Context: an optimization exercise on an open-source flow, tuned for small area, a short achievable clock period and few clock cycles per item. The choices shown serve that exercise and are no tape-out recipe.
Only simulation tests tie the RTL to the original design; equivalence was not proved.
No activity file was given, so power comes from the tool's default toggle rates.

==> flow/design.v, too long to show whole: its modules and the start of the top module <==
// module bfp_fft16: 108 lines
// module fft_buf1: 170 lines
// module fft_buf2: 170 lines
// module fft_buf3: 170 lines
// module fft_buf4: 170 lines
// module fft_buf5: 170 lines
// module fft_stage1: 170 lines
// module fft_stage2: 174 lines
// module fft_stage3: 245 lines
// module fft_stage4: 294 lines
module bfp_fft16 (
    input  wire        clk,
    input  wire        rst,         
    input  wire        in_valid,
    output wire        in_ready,
    input  wire [35:0] in_re,
    input  wire [35:0] in_im,
    input  wire        in_inv,      
    output wire        out_valid,
    input  wire        out_ready,
    output wire [35:0] out_re,
    output wire [35:0] out_im,
    output wire [4:0]  out_exp      
);
  // ...
==> flow/run.sh <==
#!/bin/bash
# synth_recipe.tcl (not shown) runs the flow's synth.tcl, then flattens the netlist and writes it again
# the make line also repeats each setting of config.mk as NAME=value (left out here)
make -C /OpenROAD-flow-scripts/flow DESIGN_CONFIG=/design/flow/config.mk WORK_HOME=/design/flow/orfs CLKGATE_MAP_FILE= SYNTH_SCRIPT=/design/flow/synth_recipe.tcl finish
==> flow/config.mk <==
export PLATFORM = sky130hd
export DESIGN_NAME = bfp_fft16
export DESIGN_NICKNAME = bfp_fft16
export VERILOG_FILES = /design/flow/design.v
export SDC_FILE = /design/flow/constraint.sdc
export NUM_CORES = 4
export LEC_CHECK = 0
export CAP_MARGIN = 40
export CORE_MARGIN = 2
export CORE_UTILIZATION = 40
export PLACE_DENSITY = 0.5
export SLEW_MARGIN = 60
==> flow/constraint.sdc <==
create_clock -name core_clock -period 22.0 [get_ports {clk}]
set_input_delay 4.4000 -clock core_clock [delete_from_list [all_inputs] [get_ports {clk}]]
set_output_delay 4.4000 -clock core_clock [all_outputs]
set_load 0.01 [all_outputs]
==> results.yml, run 1 <==
run_status:
  outcome: "complete, no violations"
placement:
  place_area_mm2: 0.411
grt:
  gr-usage-met2: 0.373
  grt_pass1_vias: 209000
  use_met1: 0.332
  antenna_found_initial: 102
  use_met3: 0.0266
power_and_ir_drop:
  power_frac_clock: 0.367
  maxPowerGroup: "sequential cells"
  p_per_area_mw_per_mm2: 91.1
  pg_clk_w: 0.0147
  p_comb_frac: 0.126
synthesis:
  ys_top_cells_by_count: "8297 x edfxtp_1, 1543 x inv_1, 1516 x mux4_2"
  synth_area_mm2: 0.383
  synth-simple-area-share: 0.0299
  ys_seq_area_frac: 0.656
  synth_compound_area_frac: 0.0477
  yosysTopAreaCell: "edfxtp_1"
  synth_top_family_by_area: "multiplexers"
floorplanning:
  core_area_mm2: 0.955
  initial_core_util: 0.401
  fp.dieW_um: 983
detailed_routing:
  drt-total-wl_um: 1120000
  routedWlPerCell_um: 30.2
  highest_layer: "met5"
sta:
  hold_viol: 0
  worst_hold_slack_ns: 0.384
  relSlewSlack: 0.547
min_path:
  min_path_cells: 0
critical_path:
  cpMostUsedCell: "fa_1"
  r2r_end: "u_s4.c2s[45]"
  critPathMaxStageDelay_ns: 0.57
  arrival_ns: 7.63
  start_kind: "flip-flop"
finish:
  area_growth_pct: 14.9
  clkbuf_count: 1098
  nets: 26100
  final_layout_size_suffix_gt1_frac: 0.189
  bufAreaShareNonClock: 0.0304
clock_network:
  ctsHoldBuffers: 0
  cts-root-buf: "clkbuf_16"
  cts.path.max_buffers: 5
  tritoncts: "done"
Testbench counts, summed over its fixed seeds: cycles 16,152, frames 960.
==> module fft_buf1, before the edit <==
module fft_buf1 (
    input  wire        clk,
    input  wire        rst,
    input  wire        we,
    input  wire [71:0] wd,
    input  wire        winv,
    input  wire [4:0]  wexp,
    output wire        wallow,
    input  wire        ren,
    output wire [71:0] rd,
    output wire        readable,
    output wire [3:0]  rstep,
    output wire        eff_inv,
    output wire [1:0]  rs,
    output wire [4:0]  eff_e
);
    function [3:0] qtab(input [1:0] ph, input [3:0] st);
        case ({ph, st})
            6'd0: qtab = 4'd0;
            6'd1: qtab = 4'd1;
            6'd2: qtab = 4'd2;
            6'd3: qtab = 4'd3;
            6'd4: qtab = 4'd4;
            6'd5: qtab = 4'd5;
            6'd6: qtab = 4'd6;
            6'd7: qtab = 4'd7;
            6'd8: qtab = 4'd8;
            6'd9: qtab = 4'd9;
            6'd10: qtab = 4'd10;
            6'd11: qtab = 4'd11;
            6'd12: qtab = 4'd12;
            6'd13: qtab = 4'd13;
            6'd14: qtab = 4'd14;
            6'd15: qtab = 4'd15;
            6'd16: qtab = 4'd8;
            6'd17: qtab = 4'd0;
            6'd18: qtab = 4'd12;
            6'd19: qtab = 4'd4;
            6'd20: qtab = 4'd10;
            6'd21: qtab = 4'd2;
            6'd22: qtab = 4'd14;
            6'd23: qtab = 4'd6;
            6'd24: qtab = 4'd9;
            6'd25: qtab = 4'd1;
            6'd26: qtab = 4'd13;
            6'd27: qtab = 4'd5;
            6'd28: qtab = 4'd11;
            6'd29: qtab = 4'd3;
            6'd30: qtab = 4'd15;
            6'd31: qtab = 4'd7;
            6'd32: qtab = 4'd9;
            6'd33: qtab = 4'd8;
            6'd34: qtab = 4'd11;
            6'd35: qtab = 4'd10;
            6'd36: qtab = 4'd13;
            6'd37: qtab = 4'd12;
            6'd38: qtab = 4'd15;
            6'd39: qtab = 4'd14;
            6'd40: qtab = 4'd1;
            6'd41: qtab = 4'd0;
            6'd42: qtab = 4'd3;
            6'd43: qtab = 4'd2;
            6'd44: qtab = 4'd5;
            6'd45: qtab = 4'd4;
            6'd46: qtab = 4'd7;
            6'd47: qtab = 4'd6;
            6'd48: qtab = 4'd1;
            6'd49: qtab = 4'd9;
            6'd50: qtab = 4'd5;
            6'd51: qtab = 4'd13;
            6'd52: qtab = 4'd3;
            6'd53: qtab = 4'd11;
            6'd54: qtab = 4'd7;
            6'd55: qtab = 4'd15;
            6'd56: qtab = 4'd0;
            6'd57: qtab = 4'd8;
            6'd58: qtab = 4'd4;
            6'd59: qtab = 4'd12;
            6'd60: qtab = 4'd2;
            6'd61: qtab = 4'd10;
            6'd62: qtab = 4'd6;
            6'd63: qtab = 4'd14;
            default: qtab = 4'd0;
        endcase
    endfunction
    function [1:0] pcls(input signed [35:0] x);
        if (x > -36'sd8589934592 && x < 36'sd8589934592) pcls = 2'd0;
        else if (x > -36'sd17179869184 && x < 36'sd17179869184) pcls = 2'd1;
        else pcls = 2'd2;
    endfunction
    function [1:0] max2(input [1:0] a, input [1:0] b);
        max2 = (a > b) ? a : b;
    endfunction
    reg [71:0] mem [0:15];
    reg [3:0] wcnt, rcnt;
    reg       pw, pr;
    reg [1:0] wph, rph;
    reg [1:0] cacc, rs_r, cls_r;
    reg       vcls, cfirst, clast;
    reg       minv;
    reg [4:0] mexp;
    reg [1:0] ds;
    reg       dinv;
    reg [4:0] dexp;
    wire [3:0] waddr = qtab(wph, wcnt);
    wire [3:0] raddr = qtab(rph, rcnt);
    wire [1:0] wcls = max2(pcls(wd[71:36]), pcls(wd[35:0]));
    wire [1:0] cacc_cur = cfirst ? cls_r : max2(cacc, cls_r);
    wire early = (pw == pr) && (wcnt == 4'd15) && we;
    assign wallow   = (pw == pr) || (rcnt > wcnt);
    assign readable = (pw != pr) || early;
    assign rstep    = rcnt;
    assign rd       = mem[raddr];
    assign rs       = rs_r;
    assign eff_inv  = early ? minv : dinv;
    assign eff_e    = early ? mexp : dexp;
    always @(posedge clk) begin
        if (we)
            mem[waddr] <= wd;
        if (we) begin
            cls_r  <= wcls;
            cfirst <= (wcnt == 4'd0);
            clast  <= (wcnt == 4'd15);
        end
        if (vcls) begin
            cacc <= cacc_cur;
            if (clast)
                ds <= cacc_cur;
        end
        if (ren && rcnt == 4'd2)
            rs_r <= ds;
        if (we) begin
            if (wcnt == 4'd0) begin
                minv <= winv;
                mexp <= wexp;
            end
            if (wcnt == 4'd15) begin
                dinv <= minv;
                dexp <= mexp;
            end
        end
        if (rst)
            vcls <= 1'b0;
        else
            vcls <= we;
        if (rst) begin
            wcnt <= 4'd0;
            rcnt <= 4'd0;
            pw   <= 1'b0;
            pr   <= 1'b0;
            wph  <= 2'd3;
            rph  <= 2'd0;
        end else begin
            if (we) begin
                wcnt <= wcnt + 4'd1;
                if (wcnt == 4'd15) begin
                    pw  <= ~pw;
                    wph <= wph + 2'd1;
                end
            end
            if (ren) begin
                rcnt <= rcnt + 4'd1;
                if (rcnt == 4'd15) begin
                    pr  <= ~pr;
                    rph <= rph + 2'd1;
                end
            end
        end
    end
endmodule
==> module fft_buf2, before the edit <==
module fft_buf2 (
    input  wire        clk,
    input  wire        rst,
    input  wire        we,
    input  wire [71:0] wd,
    input  wire        winv,
    input  wire [4:0]  wexp,
    output wire        wallow,
    input  wire        ren,
    output wire [71:0] rd,
    output wire        readable,
    output wire [3:0]  rstep,
    output wire        eff_inv,
    output wire [1:0]  rs,
    output wire [4:0]  eff_e
);
    function [3:0] qtab(input [1:0] ph, input [3:0] st);
        case ({ph, st})
            6'd0: qtab = 4'd0;
            6'd1: qtab = 4'd1;
            6'd2: qtab = 4'd2;
            6'd3: qtab = 4'd3;
            6'd4: qtab = 4'd4;
            6'd5: qtab = 4'd5;
            6'd6: qtab = 4'd6;
            6'd7: qtab = 4'd7;
            6'd8: qtab = 4'd8;
            6'd9: qtab = 4'd9;
            6'd10: qtab = 4'd10;
            6'd11: qtab = 4'd11;
            6'd12: qtab = 4'd12;
            6'd13: qtab = 4'd13;
            6'd14: qtab = 4'd14;
            6'd15: qtab = 4'd15;
            6'd16: qtab = 4'd2;
            6'd17: qtab = 4'd0;
            6'd18: qtab = 4'd3;
            6'd19: qtab = 4'd1;
            6'd20: qtab = 4'd6;
            6'd21: qtab = 4'd4;
            6'd22: qtab = 4'd7;
            6'd23: qtab = 4'd5;
            6'd24: qtab = 4'd10;
            6'd25: qtab = 4'd8;
            6'd26: qtab = 4'd11;
            6'd27: qtab = 4'd9;
            6'd28: qtab = 4'd14;
            6'd29: qtab = 4'd12;
            6'd30: qtab = 4'd15;
            6'd31: qtab = 4'd13;
            6'd32: qtab = 4'd3;
            6'd33: qtab = 4'd2;
            6'd34: qtab = 4'd1;
            6'd35: qtab = 4'd0;
            6'd36: qtab = 4'd7;
            6'd37: qtab = 4'd6;
            6'd38: qtab = 4'd5;
            6'd39: qtab = 4'd4;
            6'd40: qtab = 4'd11;
            6'd41: qtab = 4'd10;
            6'd42: qtab = 4'd9;
            6'd43: qtab = 4'd8;
            6'd44: qtab = 4'd15;
            6'd45: qtab = 4'd14;
            6'd46: qtab = 4'd13;
            6'd47: qtab = 4'd12;
            6'd48: qtab = 4'd1;
            6'd49: qtab = 4'd3;
            6'd50: qtab = 4'd0;
            6'd51: qtab = 4'd2;
            6'd52: qtab = 4'd5;
            6'd53: qtab = 4'd7;
            6'd54: qtab = 4'd4;
            6'd55: qtab = 4'd6;
            6'd56: qtab = 4'd9;
            6'd57: qtab = 4'd11;
            6'd58: qtab = 4'd8;
            6'd59: qtab = 4'd10;
            6'd60: qtab = 4'd13;
            6'd61: qtab = 4'd15;
            6'd62: qtab = 4'd12;
            6'd63: qtab = 4'd14;
            default: qtab = 4'd0;
        endcase
    endfunction
    function [1:0] pcls(input signed [35:0] x);
        if (x > -36'sd8589934592 && x < 36'sd8589934592) pcls = 2'd0;
        else if (x > -36'sd17179869184 && x < 36'sd17179869184) pcls = 2'd1;
        else pcls = 2'd2;
    endfunction
    function [1:0] max2(input [1:0] a, input [1:0] b);
        max2 = (a > b) ? a : b;
    endfunction
    reg [71:0] mem [0:15];
    reg [3:0] wcnt, rcnt;
    reg       pw, pr;
    reg [1:0] wph, rph;
    reg [1:0] cacc, rs_r, cls_r;
    reg       vcls, cfirst, clast;
    reg       minv;
    reg [4:0] mexp;
    reg [1:0] ds;
    reg       dinv;
    reg [4:0] dexp;
    wire [3:0] waddr = qtab(wph, wcnt);
    wire [3:0] raddr = qtab(rph, rcnt);
    wire [1:0] wcls = max2(pcls(wd[71:36]), pcls(wd[35:0]));
    wire [1:0] cacc_cur = cfirst ? cls_r : max2(cacc, cls_r);
    wire early = (pw == pr) && (wcnt == 4'd15) && we;
    assign wallow   = (pw == pr) || (rcnt > wcnt);
    assign readable = (pw != pr) || early;
    assign rstep    = rcnt;
    assign rd       = mem[raddr];
    assign rs       = rs_r;
    assign eff_inv  = early ? minv : dinv;
    assign eff_e    = early ? mexp : dexp;
    always @(posedge clk) begin
        if (we)
            mem[waddr] <= wd;
        if (we) begin
            cls_r  <= wcls;
            cfirst <= (wcnt == 4'd0);
            clast  <= (wcnt == 4'd15);
        end
        if (vcls) begin
            cacc <= cacc_cur;
            if (clast)
                ds <= cacc_cur;
        end
        if (ren && rcnt == 4'd2)
            rs_r <= ds;
        if (we) begin
            if (wcnt == 4'd0) begin
                minv <= winv;
                mexp <= wexp;
            end
            if (wcnt == 4'd15) begin
                dinv <= minv;
                dexp <= mexp;
            end
        end
        if (rst)
            vcls <= 1'b0;
        else
            vcls <= we;
        if (rst) begin
            wcnt <= 4'd0;
            rcnt <= 4'd0;
            pw   <= 1'b0;
            pr   <= 1'b0;
            wph  <= 2'd3;
            rph  <= 2'd0;
        end else begin
            if (we) begin
                wcnt <= wcnt + 4'd1;
                if (wcnt == 4'd15) begin
                    pw  <= ~pw;
                    wph <= wph + 2'd1;
                end
            end
            if (ren) begin
                rcnt <= rcnt + 4'd1;
                if (rcnt == 4'd15) begin
                    pr  <= ~pr;
                    rph <= rph + 2'd1;
                end
            end
        end
    end
endmodule
==> module fft_buf3, before the edit <==
module fft_buf3 (
    input  wire        clk,
    input  wire        rst,
    input  wire        we,
    input  wire [71:0] wd,
    input  wire        winv,
    input  wire [4:0]  wexp,
    output wire        wallow,
    input  wire        ren,
    output wire [71:0] rd,
    output wire        readable,
    output wire [3:0]  rstep,
    output wire        eff_inv,
    output wire [1:0]  rs,
    output wire [4:0]  eff_e
);
    function [3:0] qtab(input [1:0] ph, input [3:0] st);
        case ({ph, st})
            6'd0: qtab = 4'd0;
            6'd1: qtab = 4'd1;
            6'd2: qtab = 4'd2;
            6'd3: qtab = 4'd3;
            6'd4: qtab = 4'd4;
            6'd5: qtab = 4'd5;
            6'd6: qtab = 4'd6;
            6'd7: qtab = 4'd7;
            6'd8: qtab = 4'd8;
            6'd9: qtab = 4'd9;
            6'd10: qtab = 4'd10;
            6'd11: qtab = 4'd11;
            6'd12: qtab = 4'd12;
            6'd13: qtab = 4'd13;
            6'd14: qtab = 4'd14;
            6'd15: qtab = 4'd15;
            6'd16: qtab = 4'd4;
            6'd17: qtab = 4'd0;
            6'd18: qtab = 4'd6;
            6'd19: qtab = 4'd2;
            6'd20: qtab = 4'd5;
            6'd21: qtab = 4'd1;
            6'd22: qtab = 4'd7;
            6'd23: qtab = 4'd3;
            6'd24: qtab = 4'd12;
            6'd25: qtab = 4'd8;
            6'd26: qtab = 4'd14;
            6'd27: qtab = 4'd10;
            6'd28: qtab = 4'd13;
            6'd29: qtab = 4'd9;
            6'd30: qtab = 4'd15;
            6'd31: qtab = 4'd11;
            6'd32: qtab = 4'd5;
            6'd33: qtab = 4'd4;
            6'd34: qtab = 4'd7;
            6'd35: qtab = 4'd6;
            6'd36: qtab = 4'd1;
            6'd37: qtab = 4'd0;
            6'd38: qtab = 4'd3;
            6'd39: qtab = 4'd2;
            6'd40: qtab = 4'd13;
            6'd41: qtab = 4'd12;
            6'd42: qtab = 4'd15;
            6'd43: qtab = 4'd14;
            6'd44: qtab = 4'd9;
            6'd45: qtab = 4'd8;
            6'd46: qtab = 4'd11;
            6'd47: qtab = 4'd10;
            6'd48: qtab = 4'd1;
            6'd49: qtab = 4'd5;
            6'd50: qtab = 4'd3;
            6'd51: qtab = 4'd7;
            6'd52: qtab = 4'd0;
            6'd53: qtab = 4'd4;
            6'd54: qtab = 4'd2;
            6'd55: qtab = 4'd6;
            6'd56: qtab = 4'd9;
            6'd57: qtab = 4'd13;
            6'd58: qtab = 4'd11;
            6'd59: qtab = 4'd15;
            6'd60: qtab = 4'd8;
            6'd61: qtab = 4'd12;
            6'd62: qtab = 4'd10;
            6'd63: qtab = 4'd14;
            default: qtab = 4'd0;
        endcase
    endfunction
    function [1:0] pcls(input signed [35:0] x);
        if (x > -36'sd8589934592 && x < 36'sd8589934592) pcls = 2'd0;
        else if (x > -36'sd17179869184 && x < 36'sd17179869184) pcls = 2'd1;
        else pcls = 2'd2;
    endfunction
    function [1:0] max2(input [1:0] a, input [1:0] b);
        max2 = (a > b) ? a : b;
    endfunction
    reg [71:0] mem [0:15];
    reg [3:0] wcnt, rcnt;
    reg       pw, pr;
    reg [1:0] wph, rph;
    reg [1:0] cacc, rs_r, cls_r;
    reg       vcls, cfirst, clast;
    reg       minv;
    reg [4:0] mexp;
    reg [1:0] ds;
    reg       dinv;
    reg [4:0] dexp;
    wire [3:0] waddr = qtab(wph, wcnt);
    wire [3:0] raddr = qtab(rph, rcnt);
    wire [1:0] wcls = max2(pcls(wd[71:36]), pcls(wd[35:0]));
    wire [1:0] cacc_cur = cfirst ? cls_r : max2(cacc, cls_r);
    wire early = (pw == pr) && (wcnt == 4'd15) && we;
    assign wallow   = (pw == pr) || (rcnt > wcnt);
    assign readable = (pw != pr) || early;
    assign rstep    = rcnt;
    assign rd       = mem[raddr];
    assign rs       = rs_r;
    assign eff_inv  = early ? minv : dinv;
    assign eff_e    = early ? mexp : dexp;
    always @(posedge clk) begin
        if (we)
            mem[waddr] <= wd;
        if (we) begin
            cls_r  <= wcls;
            cfirst <= (wcnt == 4'd0);
            clast  <= (wcnt == 4'd15);
        end
        if (vcls) begin
            cacc <= cacc_cur;
            if (clast)
                ds <= cacc_cur;
        end
        if (ren && rcnt == 4'd2)
            rs_r <= ds;
        if (we) begin
            if (wcnt == 4'd0) begin
                minv <= winv;
                mexp <= wexp;
            end
            if (wcnt == 4'd15) begin
                dinv <= minv;
                dexp <= mexp;
            end
        end
        if (rst)
            vcls <= 1'b0;
        else
            vcls <= we;
        if (rst) begin
            wcnt <= 4'd0;
            rcnt <= 4'd0;
            pw   <= 1'b0;
            pr   <= 1'b0;
            wph  <= 2'd3;
            rph  <= 2'd0;
        end else begin
            if (we) begin
                wcnt <= wcnt + 4'd1;
                if (wcnt == 4'd15) begin
                    pw  <= ~pw;
                    wph <= wph + 2'd1;
                end
            end
            if (ren) begin
                rcnt <= rcnt + 4'd1;
                if (rcnt == 4'd15) begin
                    pr  <= ~pr;
                    rph <= rph + 2'd1;
                end
            end
        end
    end
endmodule
==> module fft_buf4, before the edit <==
module fft_buf4 (
    input  wire        clk,
    input  wire        rst,
    input  wire        we,
    input  wire [71:0] wd,
    input  wire        winv,
    input  wire [4:0]  wexp,
    output wire        wallow,
    input  wire        ren,
    output wire [71:0] rd,
    output wire        readable,
    output wire [3:0]  rstep,
    output wire        eff_inv,
    output wire [1:0]  rs,
    output wire [4:0]  eff_e
);
    function [3:0] qtab(input [1:0] ph, input [3:0] st);
        case ({ph, st})
            6'd0: qtab = 4'd0;
            6'd1: qtab = 4'd1;
            6'd2: qtab = 4'd2;
            6'd3: qtab = 4'd3;
            6'd4: qtab = 4'd4;
            6'd5: qtab = 4'd5;
            6'd6: qtab = 4'd6;
            6'd7: qtab = 4'd7;
            6'd8: qtab = 4'd8;
            6'd9: qtab = 4'd9;
            6'd10: qtab = 4'd10;
            6'd11: qtab = 4'd11;
            6'd12: qtab = 4'd12;
            6'd13: qtab = 4'd13;
            6'd14: qtab = 4'd14;
            6'd15: qtab = 4'd15;
            6'd16: qtab = 4'd8;
            6'd17: qtab = 4'd0;
            6'd18: qtab = 4'd10;
            6'd19: qtab = 4'd2;
            6'd20: qtab = 4'd12;
            6'd21: qtab = 4'd4;
            6'd22: qtab = 4'd14;
            6'd23: qtab = 4'd6;
            6'd24: qtab = 4'd9;
            6'd25: qtab = 4'd1;
            6'd26: qtab = 4'd11;
            6'd27: qtab = 4'd3;
            6'd28: qtab = 4'd13;
            6'd29: qtab = 4'd5;
            6'd30: qtab = 4'd15;
            6'd31: qtab = 4'd7;
            6'd32: qtab = 4'd9;
            6'd33: qtab = 4'd8;
            6'd34: qtab = 4'd11;
            6'd35: qtab = 4'd10;
            6'd36: qtab = 4'd13;
            6'd37: qtab = 4'd12;
            6'd38: qtab = 4'd15;
            6'd39: qtab = 4'd14;
            6'd40: qtab = 4'd1;
            6'd41: qtab = 4'd0;
            6'd42: qtab = 4'd3;
            6'd43: qtab = 4'd2;
            6'd44: qtab = 4'd5;
            6'd45: qtab = 4'd4;
            6'd46: qtab = 4'd7;
            6'd47: qtab = 4'd6;
            6'd48: qtab = 4'd1;
            6'd49: qtab = 4'd9;
            6'd50: qtab = 4'd3;
            6'd51: qtab = 4'd11;
            6'd52: qtab = 4'd5;
            6'd53: qtab = 4'd13;
            6'd54: qtab = 4'd7;
            6'd55: qtab = 4'd15;
            6'd56: qtab = 4'd0;
            6'd57: qtab = 4'd8;
            6'd58: qtab = 4'd2;
            6'd59: qtab = 4'd10;
            6'd60: qtab = 4'd4;
            6'd61: qtab = 4'd12;
            6'd62: qtab = 4'd6;
            6'd63: qtab = 4'd14;
            default: qtab = 4'd0;
        endcase
    endfunction
    function [1:0] pcls(input signed [35:0] x);
        if (x > -36'sd8589934592 && x < 36'sd8589934592) pcls = 2'd0;
        else if (x > -36'sd17179869184 && x < 36'sd17179869184) pcls = 2'd1;
        else pcls = 2'd2;
    endfunction
    function [1:0] max2(input [1:0] a, input [1:0] b);
        max2 = (a > b) ? a : b;
    endfunction
    reg [71:0] mem [0:15];
    reg [3:0] wcnt, rcnt;
    reg       pw, pr;
    reg [1:0] wph, rph;
    reg [1:0] cacc, rs_r, cls_r;
    reg       vcls, cfirst, clast;
    reg       minv;
    reg [4:0] mexp;
    reg [1:0] ds;
    reg       dinv;
    reg [4:0] dexp;
    wire [3:0] waddr = qtab(wph, wcnt);
    wire [3:0] raddr = qtab(rph, rcnt);
    wire [1:0] wcls = max2(pcls(wd[71:36]), pcls(wd[35:0]));
    wire [1:0] cacc_cur = cfirst ? cls_r : max2(cacc, cls_r);
    wire early = (pw == pr) && (wcnt == 4'd15) && we;
    assign wallow   = (pw == pr) || (rcnt > wcnt);
    assign readable = (pw != pr) || early;
    assign rstep    = rcnt;
    assign rd       = mem[raddr];
    assign rs       = rs_r;
    assign eff_inv  = early ? minv : dinv;
    assign eff_e    = early ? mexp : dexp;
    always @(posedge clk) begin
        if (we)
            mem[waddr] <= wd;
        if (we) begin
            cls_r  <= wcls;
            cfirst <= (wcnt == 4'd0);
            clast  <= (wcnt == 4'd15);
        end
        if (vcls) begin
            cacc <= cacc_cur;
            if (clast)
                ds <= cacc_cur;
        end
        if (ren && rcnt == 4'd2)
            rs_r <= ds;
        if (we) begin
            if (wcnt == 4'd0) begin
                minv <= winv;
                mexp <= wexp;
            end
            if (wcnt == 4'd15) begin
                dinv <= minv;
                dexp <= mexp;
            end
        end
        if (rst)
            vcls <= 1'b0;
        else
            vcls <= we;
        if (rst) begin
            wcnt <= 4'd0;
            rcnt <= 4'd0;
            pw   <= 1'b0;
            pr   <= 1'b0;
            wph  <= 2'd3;
            rph  <= 2'd0;
        end else begin
            if (we) begin
                wcnt <= wcnt + 4'd1;
                if (wcnt == 4'd15) begin
                    pw  <= ~pw;
                    wph <= wph + 2'd1;
                end
            end
            if (ren) begin
                rcnt <= rcnt + 4'd1;
                if (rcnt == 4'd15) begin
                    pr  <= ~pr;
                    rph <= rph + 2'd1;
                end
            end
        end
    end
endmodule
==> module fft_buf5, before the edit <==
module fft_buf5 (
    input  wire        clk,
    input  wire        rst,
    input  wire        we,
    input  wire [71:0] wd,
    input  wire        winv,
    input  wire [4:0]  wexp,
    output wire        wallow,
    input  wire        ren,
    output wire [71:0] rd,
    output wire        readable,
    output wire [3:0]  rstep,
    output wire        eff_inv,
    output wire [1:0]  rs,
    output wire [4:0]  eff_e
);
    function [3:0] qtab(input [1:0] ph, input [3:0] st);
        case ({ph, st})
            6'd0: qtab = 4'd0;
            6'd1: qtab = 4'd1;
            6'd2: qtab = 4'd2;
            6'd3: qtab = 4'd3;
            6'd4: qtab = 4'd4;
            6'd5: qtab = 4'd5;
            6'd6: qtab = 4'd6;
            6'd7: qtab = 4'd7;
            6'd8: qtab = 4'd8;
            6'd9: qtab = 4'd9;
            6'd10: qtab = 4'd10;
            6'd11: qtab = 4'd11;
            6'd12: qtab = 4'd12;
            6'd13: qtab = 4'd13;
            6'd14: qtab = 4'd14;
            6'd15: qtab = 4'd15;
            6'd16: qtab = 4'd0;
            6'd17: qtab = 4'd2;
            6'd18: qtab = 4'd4;
            6'd19: qtab = 4'd6;
            6'd20: qtab = 4'd8;
            6'd21: qtab = 4'd10;
            6'd22: qtab = 4'd12;
            6'd23: qtab = 4'd14;
            6'd24: qtab = 4'd1;
            6'd25: qtab = 4'd3;
            6'd26: qtab = 4'd5;
            6'd27: qtab = 4'd7;
            6'd28: qtab = 4'd9;
            6'd29: qtab = 4'd11;
            6'd30: qtab = 4'd13;
            6'd31: qtab = 4'd15;
            6'd32: qtab = 4'd0;
            6'd33: qtab = 4'd4;
            6'd34: qtab = 4'd8;
            6'd35: qtab = 4'd12;
            6'd36: qtab = 4'd1;
            6'd37: qtab = 4'd5;
            6'd38: qtab = 4'd9;
            6'd39: qtab = 4'd13;
            6'd40: qtab = 4'd2;
            6'd41: qtab = 4'd6;
            6'd42: qtab = 4'd10;
            6'd43: qtab = 4'd14;
            6'd44: qtab = 4'd3;
            6'd45: qtab = 4'd7;
            6'd46: qtab = 4'd11;
            6'd47: qtab = 4'd15;
            6'd48: qtab = 4'd0;
            6'd49: qtab = 4'd8;
            6'd50: qtab = 4'd1;
            6'd51: qtab = 4'd9;
            6'd52: qtab = 4'd2;
            6'd53: qtab = 4'd10;
            6'd54: qtab = 4'd3;
            6'd55: qtab = 4'd11;
            6'd56: qtab = 4'd4;
            6'd57: qtab = 4'd12;
            6'd58: qtab = 4'd5;
            6'd59: qtab = 4'd13;
            6'd60: qtab = 4'd6;
            6'd61: qtab = 4'd14;
            6'd62: qtab = 4'd7;
            6'd63: qtab = 4'd15;
            default: qtab = 4'd0;
        endcase
    endfunction
    function [1:0] pcls(input signed [35:0] x);
        if (x > -36'sd8589934592 && x < 36'sd8589934592) pcls = 2'd0;
        else if (x > -36'sd17179869184 && x < 36'sd17179869184) pcls = 2'd1;
        else pcls = 2'd2;
    endfunction
    function [1:0] max2(input [1:0] a, input [1:0] b);
        max2 = (a > b) ? a : b;
    endfunction
    reg [71:0] mem [0:15];
    reg [3:0] wcnt, rcnt;
    reg       pw, pr;
    reg [1:0] wph, rph;
    reg [1:0] cacc, rs_r, cls_r;
    reg       vcls, cfirst, clast;
    reg       minv;
    reg [4:0] mexp;
    reg [1:0] ds;
    reg       dinv;
    reg [4:0] dexp;
    wire [3:0] waddr = qtab(wph, wcnt);
    wire [3:0] raddr = qtab(rph, rcnt);
    wire [1:0] wcls = max2(pcls(wd[71:36]), pcls(wd[35:0]));
    wire [1:0] cacc_cur = cfirst ? cls_r : max2(cacc, cls_r);
    wire early = (pw == pr) && (wcnt == 4'd15) && we;
    assign wallow   = (pw == pr) || (rcnt > wcnt);
    assign readable = (pw != pr) || early;
    assign rstep    = rcnt;
    assign rd       = mem[raddr];
    assign rs       = rs_r;
    assign eff_inv  = early ? minv : dinv;
    assign eff_e    = early ? mexp : dexp;
    always @(posedge clk) begin
        if (we)
            mem[waddr] <= wd;
        if (we) begin
            cls_r  <= wcls;
            cfirst <= (wcnt == 4'd0);
            clast  <= (wcnt == 4'd15);
        end
        if (vcls) begin
            cacc <= cacc_cur;
            if (clast)
                ds <= cacc_cur;
        end
        if (ren && rcnt == 4'd2)
            rs_r <= ds;
        if (we) begin
            if (wcnt == 4'd0) begin
                minv <= winv;
                mexp <= wexp;
            end
            if (wcnt == 4'd15) begin
                dinv <= minv;
                dexp <= mexp;
            end
        end
        if (rst)
            vcls <= 1'b0;
        else
            vcls <= we;
        if (rst) begin
            wcnt <= 4'd0;
            rcnt <= 4'd0;
            pw   <= 1'b0;
            pr   <= 1'b0;
            wph  <= 2'd3;
            rph  <= 2'd0;
        end else begin
            if (we) begin
                wcnt <= wcnt + 4'd1;
                if (wcnt == 4'd15) begin
                    pw  <= ~pw;
                    wph <= wph + 2'd1;
                end
            end
            if (ren) begin
                rcnt <= rcnt + 4'd1;
                if (rcnt == 4'd15) begin
                    pr  <= ~pr;
                    rph <= rph + 2'd1;
                end
            end
        end
    end
endmodule
==> inputs of run 2 (changes only) <==
--- a/flow/design.v
+++ b/flow/design.v
@@ -220,3 +220,10 @@
     assign rstep    = rcnt;
-    assign rd       = mem[raddr];
+    reg [71:0] rd_r;
+    integer ri;
+    always @(*) begin
+        rd_r = 72'd0;
+        for (ri = 0; ri < 16; ri = ri + 1)
+            rd_r = rd_r | (mem[ri] & {72{raddr == ri}});
+    end
+    assign rd       = rd_r;
     assign rs       = rs_r;
@@ -390,3 +397,10 @@
     assign rstep    = rcnt;
-    assign rd       = mem[raddr];
+    reg [71:0] rd_r;
+    integer ri;
+    always @(*) begin
+        rd_r = 72'd0;
+        for (ri = 0; ri < 16; ri = ri + 1)
+            rd_r = rd_r | (mem[ri] & {72{raddr == ri}});
+    end
+    assign rd       = rd_r;
     assign rs       = rs_r;
@@ -560,3 +574,10 @@
     assign rstep    = rcnt;
-    assign rd       = mem[raddr];
+    reg [71:0] rd_r;
+    integer ri;
+    always @(*) begin
+        rd_r = 72'd0;
+        for (ri = 0; ri < 16; ri = ri + 1)
+            rd_r = rd_r | (mem[ri] & {72{raddr == ri}});
+    end
+    assign rd       = rd_r;
     assign rs       = rs_r;
@@ -730,3 +751,10 @@
     assign rstep    = rcnt;
-    assign rd       = mem[raddr];
+    reg [71:0] rd_r;
+    integer ri;
+    always @(*) begin
+        rd_r = 72'd0;
+        for (ri = 0; ri < 16; ri = ri + 1)
+            rd_r = rd_r | (mem[ri] & {72{raddr == ri}});
+    end
+    assign rd       = rd_r;
     assign rs       = rs_r;
@@ -900,3 +928,10 @@
     assign rstep    = rcnt;
-    assign rd       = mem[raddr];
+    reg [71:0] rd_r;
+    integer ri;
+    always @(*) begin
+        rd_r = 72'd0;
+        for (ri = 0; ri < 16; ri = ri + 1)
+            rd_r = rd_r | (mem[ri] & {72{raddr == ri}});
+    end
+    assign rd       = rd_r;
     assign rs       = rs_r;
@@ -980,19 +1015,18 @@
     wire       rd_b = ~rstep[0];      
-    function [4:0] twcfg(input [2:0] k, input inv, input re);
-        reg c_sw, c_tn, c_sn;
-        reg [1:0] c_kind;
-        begin
-            c_sw = 1'b0; c_tn = 1'b0; c_sn = 1'b0; c_kind = 2'd0;
-            case ({k, inv, re})
-                5'b00001: begin c_sw = 1'b0; c_tn = 1'b0; c_sn = 1'b0; c_kind = 2'd0; end
-                5'b00000: begin c_sw = 1'b1; c_tn = 1'b0; c_sn = 1'b0; c_kind = 2'd0; end
-                5'b00011: begin c_sw = 1'b0; c_tn = 1'b0; c_sn = 1'b0; c_kind = 2'd0; end
-                5'b00010: begin c_sw = 1'b1; c_tn = 1'b0; c_sn = 1'b0; c_kind = 2'd0; end
-                default: ;
-            endcase
-            twcfg = {c_kind, c_sn, c_tn, c_sw};
-        end
-    endfunction
-    reg        v1, isb1, inv1;
-    reg [2:0]  k1;
+    reg [2:0] k1;
+    reg       inv1;
+    reg [4:0] cfg_re, cfg_im;
+    always @(*) begin
+        case ({ktw, eff_inv, 1'b1})
+            5'b00001: cfg_re = {2'd0, 1'b0, 1'b0, 1'b0};
+            5'b00011: cfg_re = {2'd0, 1'b0, 1'b0, 1'b0};
+            default: cfg_re = 5'd0;
+        endcase
+        case ({k1, inv1, 1'b0})
+            5'b00000: cfg_im = {2'd0, 1'b0, 1'b0, 1'b1};
+            5'b00010: cfg_im = {2'd0, 1'b0, 1'b0, 1'b1};
+            default: cfg_im = 5'd0;
+        endcase
+    end
+    reg        v1, isb1;
     reg [4:0]  e1;
@@ -1000,2 +1034,6 @@
     reg [4:0]  cfg1;
+    reg [35:0] u1, u2;
+    wire       iss_b = ren & rd_b;
+    wire [4:0] cfg_n = iss_b ? cfg_re : cfg_im;
+    wire [71:0] usrc = iss_b ? rd : cin;
     always @(posedge clk) begin
@@ -1005,3 +1043,3 @@
             isb1 <= rd_b;
-            if (ren && rd_b) begin
+            if (iss_b) begin
                 k1   <= ktw;
@@ -1010,10 +1048,9 @@
             end
-            cfg1 <= (ren && rd_b) ? twcfg(ktw, eff_inv, 1'b1) : twcfg(k1, inv1, 1'b0);
+            cfg1 <= cfg_n;
+            u1   <= cfg_n[0] ? usrc[35:0] : usrc[71:36];
+            u2   <= (cfg_n[0] ? usrc[71:36] : usrc[35:0]) ^ {36{cfg_n[1]}};
         end
-        if (en && ren && rd_b) cin <= rd;
+        if (en && iss_b) cin <= rd;
         if (en && ren && !rd_b) r1 <= rd;
     end
-    wire signed [35:0] cbr = cin[71:36];
-    wire signed [35:0] cbi = cin[35:0];
-    wire       c_sw = cfg1[0];
     wire       c_tn = cfg1[1];
@@ -1023,4 +1060,2 @@
     wire       csgn;
-    wire signed [35:0] u1 = c_sw ? cbi : cbr;
-    wire signed [35:0] u2 = c_sw ? cbr : cbi;
     wire [54:0] u1e = {{19{u1[35]}}, u1};
@@ -1109,2 +1144,4 @@
     endfunction
+    wire [35:0] xr = rnd(zr, ps);
+    wire [35:0] xi = rnd(zi, ps);
     reg  [71:0] xo;
@@ -1117,3 +1154,3 @@
         if (en) begin
-            xo   <= {rnd(zr, ps), rnd(zi, ps)};
+            xo   <= {xr, xi};
             zs   <= ps;
@@ -1150,23 +1187,22 @@
     wire       rd_b = ~rstep[0];      
-    function [4:0] twcfg(input [2:0] k, input inv, input re);
-        reg c_sw, c_tn, c_sn;
-        reg [1:0] c_kind;
-        begin
-            c_sw = 1'b0; c_tn = 1'b0; c_sn = 1'b0; c_kind = 2'd0;
-            case ({k, inv, re})
-                5'b00001: begin c_sw = 1'b0; c_tn = 1'b0; c_sn = 1'b0; c_kind = 2'd0; end
-                5'b00000: begin c_sw = 1'b1; c_tn = 1'b0; c_sn = 1'b0; c_kind = 2'd0; end
-                5'b00011: begin c_sw = 1'b0; c_tn = 1'b0; c_sn = 1'b0; c_kind = 2'd0; end
-                5'b00010: begin c_sw = 1'b1; c_tn = 1'b0; c_sn = 1'b0; c_kind = 2'd0; end
-                5'b10001: begin c_sw = 1'b1; c_tn = 1'b0; c_sn = 1'b0; c_kind = 2'd0; end
-                5'b10000: begin c_sw = 1'b0; c_tn = 1'b0; c_sn = 1'b1; c_kind = 2'd0; end
-                5'b10011: begin c_sw = 1'b1; c_tn = 1'b0; c_sn = 1'b1; c_kind = 2'd0; end
-                5'b10010: begin c_sw = 1'b0; c_tn = 1'b0; c_sn = 1'b0; c_kind = 2'd0; end
-                default: ;
-            endcase
-            twcfg = {c_kind, c_sn, c_tn, c_sw};
-        end
-    endfunction
-    reg        v1, isb1, inv1;
-    reg [2:0]  k1;
+    reg [2:0] k1;
+    reg       inv1;
+    reg [4:0] cfg_re, cfg_im;
+    always @(*) begin
+        case ({ktw, eff_inv, 1'b1})
+            5'b00001: cfg_re = {2'd0, 1'b0, 1'b0, 1'b0};
+            5'b00011: cfg_re = {2'd0, 1'b0, 1'b0, 1'b0};
+            5'b10001: cfg_re = {2'd0, 1'b0, 1'b0, 1'b1};
+            5'b10011: cfg_re = {2'd0, 1'b1, 1'b0, 1'b1};
+            default: cfg_re = 5'd0;
+        endcase
+        case ({k1, inv1, 1'b0})
+            5'b00000: cfg_im = {2'd0, 1'b0, 1'b0, 1'b1};
+            5'b00010: cfg_im = {2'd0, 1'b0, 1'b0, 1'b1};
+            5'b10000: cfg_im = {2'd0, 1'b1, 1'b0, 1'b0};
+            5'b10010: cfg_im = {2'd0, 1'b0, 1'b0, 1'b0};
+            default: cfg_im = 5'd0;
+        endcase
+    end
+    reg        v1, isb1;
     reg [4:0]  e1;
@@ -1174,2 +1210,6 @@
     reg [4:0]  cfg1;
+    reg [35:0] u1, u2;
+    wire       iss_b = ren & rd_b;
+    wire [4:0] cfg_n = iss_b ? cfg_re : cfg_im;
+    wire [71:0] usrc = iss_b ? rd : cin;
     always @(posedge clk) begin
@@ -1179,3 +1219,3 @@
             isb1 <= rd_b;
-            if (ren && rd_b) begin
+            if (iss_b) begin
                 k1   <= ktw;
@@ -1184,10 +1224,9 @@
             end
-            cfg1 <= (ren && rd_b) ? twcfg(ktw, eff_inv, 1'b1) : twcfg(k1, inv1, 1'b0);
+            cfg1 <= cfg_n;
+            u1   <= cfg_n[0] ? usrc[35:0] : usrc[71:36];
+            u2   <= (cfg_n[0] ? usrc[71:36] : usrc[35:0]) ^ {36{cfg_n[1]}};
         end
-        if (en && ren && rd_b) cin <= rd;
+        if (en && iss_b) cin <= rd;
         if (en && ren && !rd_b) r1 <= rd;
     end
-    wire signed [35:0] cbr = cin[71:36];
-    wire signed [35:0] cbi = cin[35:0];
-    wire       c_sw = cfg1[0];
     wire       c_tn = cfg1[1];
@@ -1197,4 +1236,2 @@
     wire       csgn;
-    wire signed [35:0] u1 = c_sw ? cbi : cbr;
-    wire signed [35:0] u2 = c_sw ? cbr : cbi;
     wire [54:0] u1e = {{19{u1[35]}}, u1};
@@ -1283,2 +1320,4 @@
     endfunction
+    wire [35:0] xr = rnd(zr, ps);
+    wire [35:0] xi = rnd(zi, ps);
     reg  [71:0] xo;
@@ -1291,3 +1330,3 @@
         if (en) begin
-            xo   <= {rnd(zr, ps), rnd(zi, ps)};
+            xo   <= {xr, xi};
             zs   <= ps;
@@ -1324,31 +1363,30 @@
     wire       rd_b = ~rstep[0];      
-    function [4:0] twcfg(input [2:0] k, input inv, input re);
-        reg c_sw, c_tn, c_sn;
-        reg [1:0] c_kind;
-        begin
-            c_sw = 1'b0; c_tn = 1'b0; c_sn = 1'b0; c_kind = 2'd0;
-            case ({k, inv, re})
-                5'b00001: begin c_sw = 1'b0; c_tn = 1'b0; c_sn = 1'b0; c_kind = 2'd0; end
-                5'b00000: begin c_sw = 1'b1; c_tn = 1'b0; c_sn = 1'b0; c_kind = 2'd0; end
-                5'b00011: begin c_sw = 1'b0; c_tn = 1'b0; c_sn = 1'b0; c_kind = 2'd0; end
-                5'b00010: begin c_sw = 1'b1; c_tn = 1'b0; c_sn = 1'b0; c_kind = 2'd0; end
-                5'b01001: begin c_sw = 1'b0; c_tn = 1'b0; c_sn = 1'b0; c_kind = 2'd1; end
-                5'b01000: begin c_sw = 1'b1; c_tn = 1'b1; c_sn = 1'b0; c_kind = 2'd1; end
-                5'b01011: begin c_sw = 1'b0; c_tn = 1'b1; c_sn = 1'b0; c_kind = 2'd1; end
-                5'b01010: begin c_sw = 1'b1; c_tn = 1'b0; c_sn = 1'b0; c_kind = 2'd1; end
-                5'b10001: begin c_sw = 1'b1; c_tn = 1'b0; c_sn = 1'b0; c_kind = 2'd0; end
-                5'b10000: begin c_sw = 1'b0; c_tn = 1'b0; c_sn = 1'b1; c_kind = 2'd0; end
-                5'b10011: begin c_sw = 1'b1; c_tn = 1'b0; c_sn = 1'b1; c_kind = 2'd0; end
-                5'b10010: begin c_sw = 1'b0; c_tn = 1'b0; c_sn = 1'b0; c_kind = 2'd0; end
-                5'b11001: begin c_sw = 1'b0; c_tn = 1'b1; c_sn = 1'b1; c_kind = 2'd1; end
-                5'b11000: begin c_sw = 1'b1; c_tn = 1'b0; c_sn = 1'b1; c_kind = 2'd1; end
-                5'b11011: begin c_sw = 1'b0; c_tn = 1'b0; c_sn = 1'b1; c_kind = 2'd1; end
-                5'b11010: begin c_sw = 1'b1; c_tn = 1'b1; c_sn = 1'b1; c_kind = 2'd1; end
-                default: ;
-            endcase
-            twcfg = {c_kind, c_sn, c_tn, c_sw};
-        end
-    endfunction
-    reg        v1, isb1, inv1;
-    reg [2:0]  k1;
+    reg [2:0] k1;
+    reg       inv1;
+    reg [4:0] cfg_re, cfg_im;
+    always @(*) begin
+        case ({ktw, eff_inv, 1'b1})
+            5'b00001: cfg_re = {2'd0, 1'b0, 1'b0, 1'b0};
+            5'b00011: cfg_re = {2'd0, 1'b0, 1'b0, 1'b0};
+            5'b01001: cfg_re = {2'd1, 1'b0, 1'b0, 1'b0};
+            5'b01011: cfg_re = {2'd1, 1'b0, 1'b1, 1'b0};
+            5'b10001: cfg_re = {2'd0, 1'b0, 1'b0, 1'b1};
+            5'b10011: cfg_re = {2'd0, 1'b1, 1'b0, 1'b1};
+            5'b11001: cfg_re = {2'd1, 1'b1, 1'b1, 1'b0};
+            5'b11011: cfg_re = {2'd1, 1'b1, 1'b0, 1'b0};
+            default: cfg_re = 5'd0;
+        endcase
+        case ({k1, inv1, 1'b0})
+            5'b00000: cfg_im = {2'd0, 1'b0, 1'b0, 1'b1};
+            5'b00010: cfg_im = {2'd0, 1'b0, 1'b0, 1'b1};
+            5'b01000: cfg_im = {2'd1, 1'b0, 1'b1, 1'b1};
+            5'b01010: cfg_im = {2'd1, 1'b0, 1'b0, 1'b1};
+            5'b10000: cfg_im = {2'd0, 1'b1, 1'b0, 1'b0};
+            5'b10010: cfg_im = {2'd0, 1'b0, 1'b0, 1'b0};
+            5'b11000: cfg_im = {2'd1, 1'b1, 1'b0, 1'b1};
+            5'b11010: cfg_im = {2'd1, 1'b1, 1'b1, 1'b1};
+            default: cfg_im = 5'd0;
+        endcase
+    end
+    reg        v1, isb1;
     reg [4:0]  e1;
@@ -1356,2 +1394,6 @@
     reg [4:0]  cfg1;
+    reg [35:0] u1, u2;
+    wire       iss_b = ren & rd_b;
+    wire [4:0] cfg_n = iss_b ? cfg_re : cfg_im;
+    wire [71:0] usrc = iss_b ? rd : cin;
     always @(posedge clk) begin
@@ -1361,3 +1403,3 @@
             isb1 <= rd_b;
-            if (ren && rd_b) begin
+            if (iss_b) begin
                 k1   <= ktw;
@@ -1366,10 +1408,9 @@
             end
-            cfg1 <= (ren && rd_b) ? twcfg(ktw, eff_inv, 1'b1) : twcfg(k1, inv1, 1'b0);
+            cfg1 <= cfg_n;
+            u1   <= cfg_n[0] ? usrc[35:0] : usrc[71:36];
+            u2   <= (cfg_n[0] ? usrc[71:36] : usrc[35:0]) ^ {36{cfg_n[1]}};
         end
-        if (en && ren && rd_b) cin <= rd;
+        if (en && iss_b) cin <= rd;
         if (en && ren && !rd_b) r1 <= rd;
     end
-    wire signed [35:0] cbr = cin[71:36];
-    wire signed [35:0] cbi = cin[35:0];
-    wire       c_sw = cfg1[0];
     wire       c_tn = cfg1[1];
@@ -1379,4 +1420,2 @@
     wire       csgn;
-    wire signed [35:0] u1 = c_sw ? cbi : cbr;
-    wire signed [35:0] u2 = c_sw ? cbr : cbi;
     wire [54:0] u1e = {{19{u1[35]}}, u1};
@@ -1385,3 +1424,3 @@
     wire [54:0] dcs_2 = dcs_2_w[54:0];
-    wire [54:0] cu2e = {{19{u2[35]}}, u2} ^ {55{c_tn}};
+    wire [54:0] cu2e = {{19{u2[35]}}, u2};
     wire [54:0] cck = c_tn ? 55'd240137 : 55'd147456;
@@ -1528,2 +1567,4 @@
     endfunction
+    wire [35:0] xr = rnd(zr, ps);
+    wire [35:0] xi = rnd(zi, ps);
     reg  [71:0] xo;
@@ -1536,3 +1577,3 @@
         if (en) begin
-            xo   <= {rnd(zr, ps), rnd(zi, ps)};
+            xo   <= {xr, xi};
             zs   <= ps;
@@ -1569,47 +1610,46 @@
     wire       rd_b = ~rstep[0];      
-    function [4:0] twcfg(input [2:0] k, input inv, input re);
-        reg c_sw, c_tn, c_sn;
-        reg [1:0] c_kind;
-        begin
-            c_sw = 1'b0; c_tn = 1'b0; c_sn = 1'b0; c_kind = 2'd0;
-            case ({k, inv, re})
-                5'b00001: begin c_sw = 1'b0; c_tn = 1'b0; c_sn = 1'b0; c_kind = 2'd0; end
-                5'b00000: begin c_sw = 1'b1; c_tn = 1'b0; c_sn = 1'b0; c_kind = 2'd0; end
-                5'b00011: begin c_sw = 1'b0; c_tn = 1'b0; c_sn = 1'b0; c_kind = 2'd0; end
-                5'b00010: begin c_sw = 1'b1; c_tn = 1'b0; c_sn = 1'b0; c_kind = 2'd0; end
-                5'b00101: begin c_sw = 1'b0; c_tn = 1'b0; c_sn = 1'b0; c_kind = 2'd2; end
-                5'b00100: begin c_sw = 1'b1; c_tn = 1'b1; c_sn = 1'b0; c_kind = 2'd2; end
-                5'b00111: begin c_sw = 1'b0; c_tn = 1'b1; c_sn = 1'b0; c_kind = 2'd2; end
-                5'b00110: begin c_sw = 1'b1; c_tn = 1'b0; c_sn = 1'b0; c_kind = 2'd2; end
-                5'b01001: begin c_sw = 1'b0; c_tn = 1'b0; c_sn = 1'b0; c_kind = 2'd1; end
-                5'b01000: begin c_sw = 1'b1; c_tn = 1'b1; c_sn = 1'b0; c_kind = 2'd1; end
-                5'b01011: begin c_sw = 1'b0; c_tn = 1'b1; c_sn = 1'b0; c_kind = 2'd1; end
-                5'b01010: begin c_sw = 1'b1; c_tn = 1'b0; c_sn = 1'b0; c_kind = 2'd1; end
-                5'b01101: begin c_sw = 1'b1; c_tn = 1'b0; c_sn = 1'b0; c_kind = 2'd2; end
-                5'b01100: begin c_sw = 1'b0; c_tn = 1'b1; c_sn = 1'b1; c_kind = 2'd2; end
-                5'b01111: begin c_sw = 1'b1; c_tn = 1'b1; c_sn = 1'b1; c_kind = 2'd2; end
-                5'b01110: begin c_sw = 1'b0; c_tn = 1'b0; c_sn = 1'b0; c_kind = 2'd2; end
-                5'b10001: begin c_sw = 1'b1; c_tn = 1'b0; c_sn = 1'b0; c_kind = 2'd0; end
-                5'b10000: begin c_sw = 1'b0; c_tn = 1'b0; c_sn = 1'b1; c_kind = 2'd0; end
-                5'b10011: begin c_sw = 1'b1; c_tn = 1'b0; c_sn = 1'b1; c_kind = 2'd0; end
-                5'b10010: begin c_sw = 1'b0; c_tn = 1'b0; c_sn = 1'b0; c_kind = 2'd0; end
-                5'b10101: begin c_sw = 1'b1; c_tn = 1'b1; c_sn = 1'b0; c_kind = 2'd2; end
-                5'b10100: begin c_sw = 1'b0; c_tn = 1'b0; c_sn = 1'b1; c_kind = 2'd2; end
-                5'b10111: begin c_sw = 1'b1; c_tn = 1'b0; c_sn = 1'b1; c_kind = 2'd2; end
-                5'b10110: begin c_sw = 1'b0; c_tn = 1'b1; c_sn = 1'b0; c_kind = 2'd2; end
-                5'b11001: begin c_sw = 1'b0; c_tn = 1'b1; c_sn = 1'b1; c_kind = 2'd1; end
-                5'b11000: begin c_sw = 1'b1; c_tn = 1'b0; c_sn = 1'b1; c_kind = 2'd1; end
-                5'b11011: begin c_sw = 1'b0; c_tn = 1'b0; c_sn = 1'b1; c_kind = 2'd1; end
-                5'b11010: begin c_sw = 1'b1; c_tn = 1'b1; c_sn = 1'b1; c_kind = 2'd1; end
-                5'b11101: begin c_sw = 1'b0; c_tn = 1'b1; c_sn = 1'b1; c_kind = 2'd2; end
-                5'b11100: begin c_sw = 1'b1; c_tn = 1'b0; c_sn = 1'b1; c_kind = 2'd2; end
-                5'b11111: begin c_sw = 1'b0; c_tn = 1'b0; c_sn = 1'b1; c_kind = 2'd2; end
-                5'b11110: begin c_sw = 1'b1; c_tn = 1'b1; c_sn = 1'b1; c_kind = 2'd2; end
-                default: ;
-            endcase
-            twcfg = {c_kind, c_sn, c_tn, c_sw};
-        end
-    endfunction
-    reg        v1, isb1, inv1;
-    reg [2:0]  k1;
+    reg [2:0] k1;
+    reg       inv1;
+    reg [4:0] cfg_re, cfg_im;
+    always @(*) begin
+        case ({ktw, eff_inv, 1'b1})
+            5'b00001: cfg_re = {2'd0, 1'b0, 1'b0, 1'b0};
+            5'b00011: cfg_re = {2'd0, 1'b0, 1'b0, 1'b0};
+            5'b00101: cfg_re = {2'd2, 1'b0, 1'b0, 1'b0};
+            5'b00111: cfg_re = {2'd2, 1'b0, 1'b1, 1'b0};
+            5'b01001: cfg_re = {2'd1, 1'b0, 1'b0, 1'b0};
+            5'b01011: cfg_re = {2'd1, 1'b0, 1'b1, 1'b0};
+            5'b01101: cfg_re = {2'd2, 1'b0, 1'b0, 1'b1};
+            5'b01111: cfg_re = {2'd2, 1'b1, 1'b1, 1'b1};
+            5'b10001: cfg_re = {2'd0, 1'b0, 1'b0, 1'b1};
+            5'b10011: cfg_re = {2'd0, 1'b1, 1'b0, 1'b1};
+            5'b10101: cfg_re = {2'd2, 1'b0, 1'b1, 1'b1};
+            5'b10111: cfg_re = {2'd2, 1'b1, 1'b0, 1'b1};
+            5'b11001: cfg_re = {2'd1, 1'b1, 1'b1, 1'b0};
+            5'b11011: cfg_re = {2'd1, 1'b1, 1'b0, 1'b0};
+            5'b11101: cfg_re = {2'd2, 1'b1, 1'b1, 1'b0};
+            5'b11111: cfg_re = {2'd2, 1'b1, 1'b0, 1'b0};
+            default: cfg_re = 5'd0;
+        endcase
+        case ({k1, inv1, 1'b0})
+            5'b00000: cfg_im = {2'd0, 1'b0, 1'b0, 1'b1};
+            5'b00010: cfg_im = {2'd0, 1'b0, 1'b0, 1'b1};
+            5'b00100: cfg_im = {2'd2, 1'b0, 1'b1, 1'b1};
+            5'b00110: cfg_im = {2'd2, 1'b0, 1'b0, 1'b1};
+            5'b01000: cfg_im = {2'd1, 1'b0, 1'b1, 1'b1};
+            5'b01010: cfg_im = {2'd1, 1'b0, 1'b0, 1'b1};
+            5'b01100: cfg_im = {2'd2, 1'b1, 1'b1, 1'b0};
+            5'b01110: cfg_im = {2'd2, 1'b0, 1'b0, 1'b0};
+            5'b10000: cfg_im = {2'd0, 1'b1, 1'b0, 1'b0};
+            5'b10010: cfg_im = {2'd0, 1'b0, 1'b0, 1'b0};
+            5'b10100: cfg_im = {2'd2, 1'b1, 1'b0, 1'b0};
+            5'b10110: cfg_im = {2'd2, 1'b0, 1'b1, 1'b0};
+            5'b11000: cfg_im = {2'd1, 1'b1, 1'b0, 1'b1};
+            5'b11010: cfg_im = {2'd1, 1'b1, 1'b1, 1'b1};
+            5'b11100: cfg_im = {2'd2, 1'b1, 1'b0, 1'b1};
+            5'b11110: cfg_im = {2'd2, 1'b1, 1'b1, 1'b1};
+            default: cfg_im = 5'd0;
+        endcase
+    end
+    reg        v1, isb1;
     reg [4:0]  e1;
@@ -1617,2 +1657,6 @@
     reg [4:0]  cfg1;
+    reg [35:0] u1, u2;
+    wire       iss_b = ren & rd_b;
+    wire [4:0] cfg_n = iss_b ? cfg_re : cfg_im;
+    wire [71:0] usrc = iss_b ? rd : cin;
     always @(posedge clk) begin
@@ -1622,3 +1666,3 @@
             isb1 <= rd_b;
-            if (ren && rd_b) begin
+            if (iss_b) begin
                 k1   <= ktw;
@@ -1627,10 +1671,9 @@
             end
-            cfg1 <= (ren && rd_b) ? twcfg(ktw, eff_inv, 1'b1) : twcfg(k1, inv1, 1'b0);
+            cfg1 <= cfg_n;
+            u1   <= cfg_n[0] ? usrc[35:0] : usrc[71:36];
+            u2   <= (cfg_n[0] ? usrc[71:36] : usrc[35:0]) ^ {36{cfg_n[1]}};
         end
-        if (en && ren && rd_b) cin <= rd;
+        if (en && iss_b) cin <= rd;
         if (en && ren && !rd_b) r1 <= rd;
     end
-    wire signed [35:0] cbr = cin[71:36];
-    wire signed [35:0] cbi = cin[35:0];
-    wire       c_sw = cfg1[0];
     wire       c_tn = cfg1[1];
@@ -1640,4 +1683,2 @@
     wire       csgn;
-    wire signed [35:0] u1 = c_sw ? cbi : cbr;
-    wire signed [35:0] u2 = c_sw ? cbr : cbi;
     wire [54:0] u1e = {{19{u1[35]}}, u1};
@@ -1646,3 +1687,3 @@
     wire [54:0] dcs_2 = dcs_2_w[54:0];
-    wire [54:0] cu2e = {{19{u2[35]}}, u2} ^ {55{c_tn}};
+    wire [54:0] cu2e = {{19{u2[35]}}, u2};
     wire [54:0] cck = c_tn ? 55'd240137 : 55'd147456;
@@ -1687,3 +1728,3 @@
     wire [54:0] ccs_26 = ccs_26_w[54:0];
-    wire [54:0] u2e = {{19{u2[35]}}, u2} ^ {55{c_tn}};
+    wire [54:0] u2e = {{19{u2[35]}}, u2};
     wire [54:0] abk = c_tn ? 55'd142338 : 55'd92179;
@@ -1822,2 +1863,4 @@
     endfunction
+    wire [35:0] xr = rnd(zr, ps);
+    wire [35:0] xi = rnd(zi, ps);
     reg  [71:0] xo;
@@ -1830,3 +1873,3 @@
         if (en) begin
-            xo   <= {rnd(zr, ps), rnd(zi, ps)};
+            xo   <= {xr, xi};
             zs   <= ps;
==> flow/flow/run.sh (new file) <==
#!/bin/bash
# The standard layout, with the port buffers (which the standard flow also inserts) made of
# sky130_fd_sc_hd__buf_6 cells instead of the delay buffers that buffer_ports picks by default.
set -euo pipefail
export BUFFER_PORTS_ARGS="-buffer_cell sky130_fd_sc_hd__buf_6"
bash standard.sh > standard_make.log 2>&1
==> flow/standard.sh (new file) <==
#!/bin/bash
# synth_recipe.tcl (not shown) runs the flow's synth.tcl, then flattens the netlist and writes it again
# the make line also repeats each setting of config.mk as NAME=value (left out here)
make -C /OpenROAD-flow-scripts/flow DESIGN_CONFIG=/design/flow/config.mk WORK_HOME=/design/flow/orfs CLKGATE_MAP_FILE= SYNTH_SCRIPT=/design/flow/synth_recipe.tcl "${@:-finish}"
removed: flow/run.sh
==> run 2 against run 1 <==
First-iteration DRC count rose by 27%. Wire length rose by 6.0%. Combinational power rose by 4.1%. Utilization rose by 0.24 points. Sequential share of layout area rose by 1.8 points. Non-clock buffer count rose by 207. Via count rose by 7.7%. Sequential cell count rose by 176. Global-route usage rose by 1.5 points. Area after synthesis fell by 1.4%. Critical endpoint is now in_ready. Largest power group unchanged. Highest routed layer unchanged.
==> results.yml, run 2 <==
run_status:
  outcome: "complete, no violations"
critical_path:
  path_cells: "buf_6"
  start_kind: "flip-flop"
  path_delay_family: "flip-flops"
  required_ns: 17.60
  critPathMaxStageDelay_ns: 0.54
  worstSetupPathType: "flip-flop to output port"
  cp_slowest_cell: "dfxtp_1"
  reg2reg_from: "u_s1.ps[1]"
  end_kind: "output port"
  timing.critical_path.buf_inv: 1
  arrival_ns: 1.85
  startpoint: "irdy"
  crit_fanout: 2
clock_network:
  cts_sinks: 8577
  cts-root-buf: "clkbuf_16"
  clkLatencyLatePin_ns: 1.17
  post-cts-setup-buffers: 0
  cts.clk_slew.worst_paths_ns: 0.06
  cts.path.max_buffers: 5
  ctsHoldBuffers: 0
  tritoncts: "done"
  numCtsBuffers: 902
  h-tree-depth: 6
  cts_resized: 0
grt:
  use_met1: 0.346
  grt_pass1_wl_um: 1670000
  grt_max_degree: 108
  grt-ovfl-total: 0
  gr-usage-met2: 0.393
  track_usage: 0.243
  use_met3: 0.0326
  grt_busiest_layer: "met2"
  grt_pass1_vias: 219000
  antenna_found_initial: 63
finish:
  finish.utilization: 0.463
  fillCellCount: 81400
  area_growth_pct: 15.4
  layout_common_cells: "8473 x edfxtp_1, 1573 x inv_1, 1420 x ha_1"
  design_area_mm2: 0.436
  final_layout_size_suffix_gt1_frac: 0.134
  nets: 28100
  layout_commonest_cell: "edfxtp_1"
power_and_ir_drop:
  p_int_w: 0.0301
  sw_frac_of_total: 0.261
  ir_drop_v: 0.0000868
  p_seq_frac: 0.504
  power_frac_clock: 0.366
  p_comb_frac: 0.130
  power.switching_w: 0.0106
  p_leak_nw: 155
  p_per_area_mw_per_mm2: 93.4
  finalPower_w: 0.0407
synthesis:
  synthDistinctLibCells: 111
  ys_seq_elements: 8577
  synth_compound_area_frac: 0.0982
  synth_edf_count: 8473
  synth_area_mm2: 0.378
  ys_async_sr_fraction: 0
  synth_top_family_by_area: "adder cells"
  synth_cells: 24000
  synth-xor-area-share: 0.0225
  ys_warn_count: 10
  synth.area.mux_share: 0.0190
  synth_top_area_frac: 0.674
  yosysMostFrequentCell: "edfxtp_1"
  ys_seq_area_frac: 0.679
  synth_fa_ha_area_frac: 0.111
  syn-num-nets: 26700
  ys_top_cells_by_count: "8473 x edfxtp_1, 1608 x inv_1, 1422 x ha_1"
  syn-mean-instance-area_um2: 15.8
  synthTopCellsByArea: "edfxtp_1 67%, fa_1 6.4%, ha_1 4.7%, a22oi_1 2.1%, a221oi_1 1.9%"
  yosysTopAreaCell: "edfxtp_1"
  synth-simple-area-share: 0.0440
  synth_ff_type: "edfxtp_1"
sta:
  relSlewSlack: 0.579
  rsz0062_at_grt: "false"
  drv_slew: 0
  setup_viol: 0
  worst_pin_slew_ns: 0.630
  setup_slack_ns: 15.75
  clock.fmax_mhz: 160
  hold_viol: 0
  period_share: 0.284
  fin_tns_setup_ns: 0
  finalClockSkew_ns: 0.125
  period_minus_slack_ns: 6.25
placement:
  dp_hpwl_um: 774000
  pre_cts_ws_ns: 15.72
  place_congestion: 0.850
  place_area_mm2: 0.406
  io_buffers: 155
floorplanning:
  core_area_mm2: 0.940
  die-area_mm2: 0.952
  fp-row-count: 356
  ios: 156
  fp.dieW_um: 976
  initial_core_util: 0.402
  die_h_um: 976
detailed_routing:
  via_count: 219000
  drt-total-wl_um: 1180000
  drt_iter0_markers: 23300
  firstDrtPassIters: 9
  route.detailed.drc: 0
  routedWlPerCell_um: 30.6
  ant_nets: 0
  vias_per_cell: 5.67
run:
  cap_violations: 0
min_path:
  hold_start: "u_s2.trh[36]"
  hold_path_class: "flip-flop to flip-flop"
[run 2: cell count changes after synthesis, sizes merged, moves of 152 or more]
cell / previous run / this run
nand3: 167 / 332
a21oi: 875 / 703
edfxtp: 8297 / 8473
xnor2: 712 / 445
mux2i: 694 / 387
a22oi: 30 / 1047
mux4: 1516 / 0
a222oi: 6 / 158
a221oi: 38 / 816
nand4: 71 / 257
nand2: 793 / 1346
a22o: 19 / 733
[run 2: per-layer routing]
metal  wire length (um)  part of all wire  vias to the layer above
met3              73900             0.062                     1401
li1                   -                 -                    95200
met5                 98          0.000083                        -
met2             555000              0.47                     7528
met1             518000              0.44                   115000
met4              36400             0.031                       14
[run 2: cells by family (layout without fill, tap and decap cells)]
logic type	count (synthesis)	count (layout)
fa+ha+maj	2629	2629
mux	679	679
simple gates	3520	3520
flops	8577	8577
xor+xnor	971	971
compound gates	5011	5011
other cells	0	26
buf+inv	2574	4708
[run 2: power by group through the flow]
| stage | sequential (W) | combinational, W | clock [W] |
|---|---|---|---|
| floorplan | 0.0211 | 0.00211 | 0 |
| global placement | 0.0224 | 0.00297 | 0 |
| detailed placement | 0.0210 | 0.00502 | 0 |
| CTS | 0.0207 | 0.00505 | 0.0152 |
| global route | 0.0206 | 0.00573 | 0.0158 |
| finish | 0.0205 | 0.00528 | 0.0149 |
[run 2: area by class of cell]
class	instances	area, um2	share of cell area
multi-input combinational	12800	114000	0.261
inverter	1622	6140	0.0141
tap	12500	15700	0.0360
clock buffer	1124	23700	0.0544
clock inverter	515	4760	0.0109
antenna	26	65.1	0.000149
sequential	8577	257000	0.589
timing repair buffer	1447	15100	0.0346
[run 2: final timing paths]
check        cells after the start  slack, ns           end
max                              1      15.75      in_ready
min reg2reg                      0       0.36  u_s2.ptr[36]
min                              0       0.36  u_s2.ptr[36]
max reg2reg                     20      16.29   u_s1.xo[32]
[run 2: through the flow]
| step | instances | hold slack [ns] |
|---|---|---|
| after CTS | 38600 | 0.354 |
| final | 38700 | 0.360 |
| after global placement | 36200 | 0.401 |
| after detailed placement | 36900 | 0.405 |
| after floorplan | 24000 | 0.400 |
| after global routing | 38600 | 0.376 |
Testbench counts of run 2, summed over its fixed seeds: cycles 16,152, frames 960.

==> static timing again, ports no longer ideal <==
Ports are ideal in the flow. The routed layouts listed here were re-timed in OpenROAD.
Step 1, drivers: a clkbuf_16 drives clk and a buf_2 each remaining input, both assumed.
Step 2 also shifts input and output timing later by t, the mid clock arrival at the registers, as if the neighbouring blocks saw the same clock.
Three values: ideal, step 1, step 2; two values: the first two.
| run | t, ns | setup slack, ns | hold WS [ns] | worst setup path at the end | cell pins on the clock port's net |
|---|---|---|---|---|---|
| run 1 | 1.210 | 15.217 / 15.079 / 15.159 | 0.384 / 0.384 / 0.384 | input to register | 1 |
| run 2 | 1.268 | 15.750 / 15.591 / 15.611 | 0.360 / 0.360 / 0.360 | input to register | 1 |
After both steps setup and hold are still met in every run listed. For run 2, which loses most, drivers alone change the setup slack by -0.159 ns; drivers and shift together by -0.139 ns.
